This design comes from an exercise in tuning for small area and a short achievable clock period on the open sky130 flow, not from production work.
In this exercise RTL edits were held to simulation tests only and were not proved equivalent to the original.
No activity file was given, so power comes from the tool's default toggle rates.

Setup of before:
// enc_top
module enc_top (
    input  wire        clk,
    input  wire        rst,           
    input  wire        en,            
    input  wire [7:0]  filt_n,        
    input  wire        invert,        
    input  wire        enc_a,
    input  wire        enc_b,
    input  wire        clr_unc,       
    output reg  [47:0] count,         
    output wire [55:0] p256,          
    output wire        fwd,           
    output wire        still,         
    output wire [23:0] deff,          
    output reg  [23:0] delta,         
    output reg         uncertain,     
    output reg  [23:0] ill_count      
);
    localparam [23:0] M24 = 24'hFFFFFF;
    genvar i;
    reg  [7:0] n_q;
    wire [7:0] nm1_n;
    wire       n_zero;
    enc_inc #(.W(8)) u_nm1 (.a(~n_q), .ci(1'b1), .s(nm1_n), .co(n_zero));
    wire [7:0] y = n_zero ? 8'd0 : ~nm1_n;
    wire       y_zero = (n_q[7:1] == 7'd0);
    reg  en_q;
    wire load = en && !en_q;
    wire step = en && en_q;
    wire fa, fb, qa, qb;
    enc_filter u_fa (.clk(clk), .load(load), .step(step), .y(y), .y_zero(y_zero),
                     .in(enc_a), .out_q(fa), .qual(qa));
    enc_filter u_fb (.clk(clk), .load(load), .step(step), .y(y), .y_zero(y_zero),
                     .in(enc_b), .out_q(fb), .qual(qb));
    reg  dir_known, rev_q, after_ill, valid, dmax;
    wire fwd_a    = !(fa ^ fb) ^ invert;             
    wire same_a   = fwd_a ^ rev_q;                   
    wire known    = !after_ill && dir_known;
    wire illegal  = qa && qb;
    wire legal    = qa ^ qb;
    wire step_fwd = qa ? fwd_a : !fwd_a;
    wire good     = known && (qa ? same_a : !same_a);
    wire vedge    = legal && good;
    reg  [23:0] g_q;
    wire [24:0] g_inc;
  ...
Size: ~2,200 cells after synthesis, ~280 flip-flops, about 190 I/O pins, ~0.020 mm2 of cells after synthesis.
clock: 110.0 ns
lec_check: 0
cap_margin: 20
core_margin: 2
core_utilization: 40
slew_margin: 20
standard.sh (not shown) runs the stock make flow with config.mk's settings and CLKGATE_MAP_FILE= SYNTH_SCRIPT=/design/flow/synth_recipe.tcl, a recipe that flattens the netlist after the stock synthesis.
==> flow/flow/run.sh <==
#!/bin/bash
# The standard layout, with plain buffers on the ports instead of the
# delay cell buffer_ports picks by default, and a clock tree of smaller
# buffers without dummy loads. Each tool's output goes to its own log
# here; ORFS keeps its step logs under orfs/logs.
set -euo pipefail
export BUFFER_PORTS_ARGS="-buffer_cell sky130_fd_sc_hd__buf_2"
export CTS_ARGS="-sink_clustering_enable -repair_clock_nets -dont_use_dummy_load -buf_list sky130_fd_sc_hd__clkbuf_8 -sink_clustering_size 16 -sink_clustering_max_diameter 60"
export SETUP_SLACK_MARGIN=84.6
bash standard.sh > standard.log 2>&1
#### Input delta (after over before)
--- a/flow/flow/run.sh
+++ b/flow/flow/run.sh
@@ -9 +8,0 @@
-export SETUP_SLACK_MARGIN=84.6
--- outcome ---
Compared with before, after ends up with less cell area.
Cmp after vs before: final net count lower in after
Diff after..before | initial antenna violation count | unchanged
Delta (after minus before): combinational power closely matched the old numbers; time the final worst path needs with I/O delays and setup increased by 0.72 ns relative to the old numbers; number of enable flip-flop cells after synthesis closely matched the old numbers.
In terms of worst hold slack, after and before differ only marginally.
Number of DRC markers after the initial detailed-route iteration, after vs before: down by a few percent
For cell count, after and before come out practically identical.
Comparing before against after, there is no change at all in combined area of all synthesized cells.

---

## job 1968
enc_top, a different RTL version from the one above (not shown whole).
Size in the first run: roughly 2400 cells after synthesis, about 280 flip-flops, about 190 I/O pins.
==> flow/config.mk <==
export PLATFORM = sky130hd
export DESIGN_NAME = enc_top
export DESIGN_NICKNAME = enc_top
export VERILOG_FILES = /design/flow/design.v
export SDC_FILE = /design/flow/constraint.sdc
export NUM_CORES = 4
export LEC_CHECK = 0
export CAP_MARGIN = 20
export CORE_MARGIN = 2
export CORE_UTILIZATION = 40
export SLEW_MARGIN = 20
==> flow/constraint.sdc <==
create_clock -name core_clock -period 110.0 [get_ports {clk}]
set_input_delay 22.0000 -clock core_clock [delete_from_list [all_inputs] [get_ports {clk}]]
set_output_delay 22.0000 -clock core_clock [all_outputs]
set_load 0.01 [all_outputs]
==> flow/flow/run.sh <==
#!/bin/bash
# The standard layout, with plain buffers on the ports instead of the
# delay cell buffer_ports picks by default. Each tool's output goes to
# its own log here; ORFS keeps its step logs under orfs/logs.
set -euo pipefail
export BUFFER_PORTS_ARGS="-buffer_cell sky130_fd_sc_hd__buf_2"
bash standard.sh > standard.log 2>&1
diff inputs: job 1968 => job 1829
- CTS_BUF_LIST now sky130_fd_sc_hd__clkbuf_8, previously not set
- CTS_CLUSTER_DIAMETER now 60, previously not set
- CTS_CLUSTER_SIZE now 16, previously not set
==> flow/run.sh (new file) <==
#!/bin/bash
# synth_recipe.tcl (not shown) runs the flow's synth.tcl, then flattens the netlist and writes it again
# the make line also repeats each setting of config.mk as NAME=value (left out here)
make -C /OpenROAD-flow-scripts/flow DESIGN_CONFIG=/design/flow/config.mk WORK_HOME=/design/flow/orfs CLKGATE_MAP_FILE= SYNTH_SCRIPT=/design/flow/synth_recipe.tcl finish
removed: flow/flow/run.sh
removed: flow/standard.sh
[summary]
- Clock input transition at the sequential cells of the worst setup and hold paths for job 1829: 0.05 ns up relative to job 1968
- Compared with job 1968, in job 1829 period utilization went up, final global-route overflow total did not really move, power went down, global-route usage over all layers went up, final area went up.
- Synthesis-to-finish area growth for job 1829: 2.9 points up relative to job 1968
For job 6078, these inputs were changed with respect to job 1829:
- a deleted CTS_BUF_LIST that had been sky130_fd_sc_hd__clkbuf_8
- a deleted CTS_CLUSTER_DIAMETER that had been 60
- a deleted CTS_CLUSTER_SIZE that had been 16
==> flow/flow/run.sh (new file) <==
#!/bin/bash
# The standard layout, with plain buffers on the ports instead of the
# delay cell buffer_ports picks by default, and a clock tree of smaller
# buffers without dummy loads. Each tool's output goes to its own log
# here; ORFS keeps its step logs under orfs/logs.
set -euo pipefail
export BUFFER_PORTS_ARGS="-buffer_cell sky130_fd_sc_hd__buf_2"
export CTS_ARGS="-sink_clustering_enable -repair_clock_nets -dont_use_dummy_load -buf_list sky130_fd_sc_hd__clkbuf_8 -sink_clustering_size 16 -sink_clustering_max_diameter 60"
bash standard.sh > standard.log 2>&1
==> flow/standard.sh (new file) <==
#!/bin/bash
# synth_recipe.tcl (not shown) runs the flow's synth.tcl, then flattens the netlist and writes it again
# the make line also repeats each setting of config.mk as NAME=value (left out here)
make -C /OpenROAD-flow-scripts/flow DESIGN_CONFIG=/design/flow/config.mk WORK_HOME=/design/flow/orfs CLKGATE_MAP_FILE= SYNTH_SCRIPT=/design/flow/synth_recipe.tcl "${@:-finish}"
removed: flow/run.sh
--- outcome ---
- On half-perimeter wire length of the detailed placement result, job 1829 loses to job 6078.
- Diff job 6078..job 1829 | worst hold path cell count | unchanged
- In the final reports, the cell area of job 6078 is smaller than that of job 1829.
- On layout inverter count without the clock tree, job 1829 tracks job 6078 almost exactly.
- Job 1829 -> job 6078: final count of negative-setup-slack endpoints flat
- [job 6078] worst hold slack rose 0.039 ns relative to job 1829

==> separate check: timing with driven ports <==
How much do the figures lean on ideal ports? The routed layouts below were timed once more, with nothing changed but the port constraints.
Step 1, drivers: a clkbuf_16 drives clk and a buf_2 each remaining input, both assumed.
Step 2 also shifts input and output timing later by t, the mid clock arrival at the registers, as if the neighbouring blocks saw the same clock.
Three values: ideal, step 1, step 2; two values: the first two.
| run | shift t [ns] | setup slack, ns | worst register clock-pin slew, ns |
|---|---|---|---|
| before | 0.675 | 84.640 / 84.585 / 84.298 | 0.10 / 0.10 |
| after | 0.677 | 83.920 / 83.860 / 83.730 | 0.10 / 0.10 |
| job 1968 | 0.605 | 84.175 / 84.121 / 83.849 | 0.06 / 0.06 |
| job 1829 | 0.658 | 83.665 / 83.611 / 83.499 | 0.11 / 0.11 |
| job 6078 | 0.619 | 84.128 / 84.080 / 83.915 | 0.10 / 0.10 |
After both steps setup and hold are still met in every run listed. For before, which loses most, drivers alone change the setup slack by -0.055 ns; drivers and shift together by -0.342 ns.
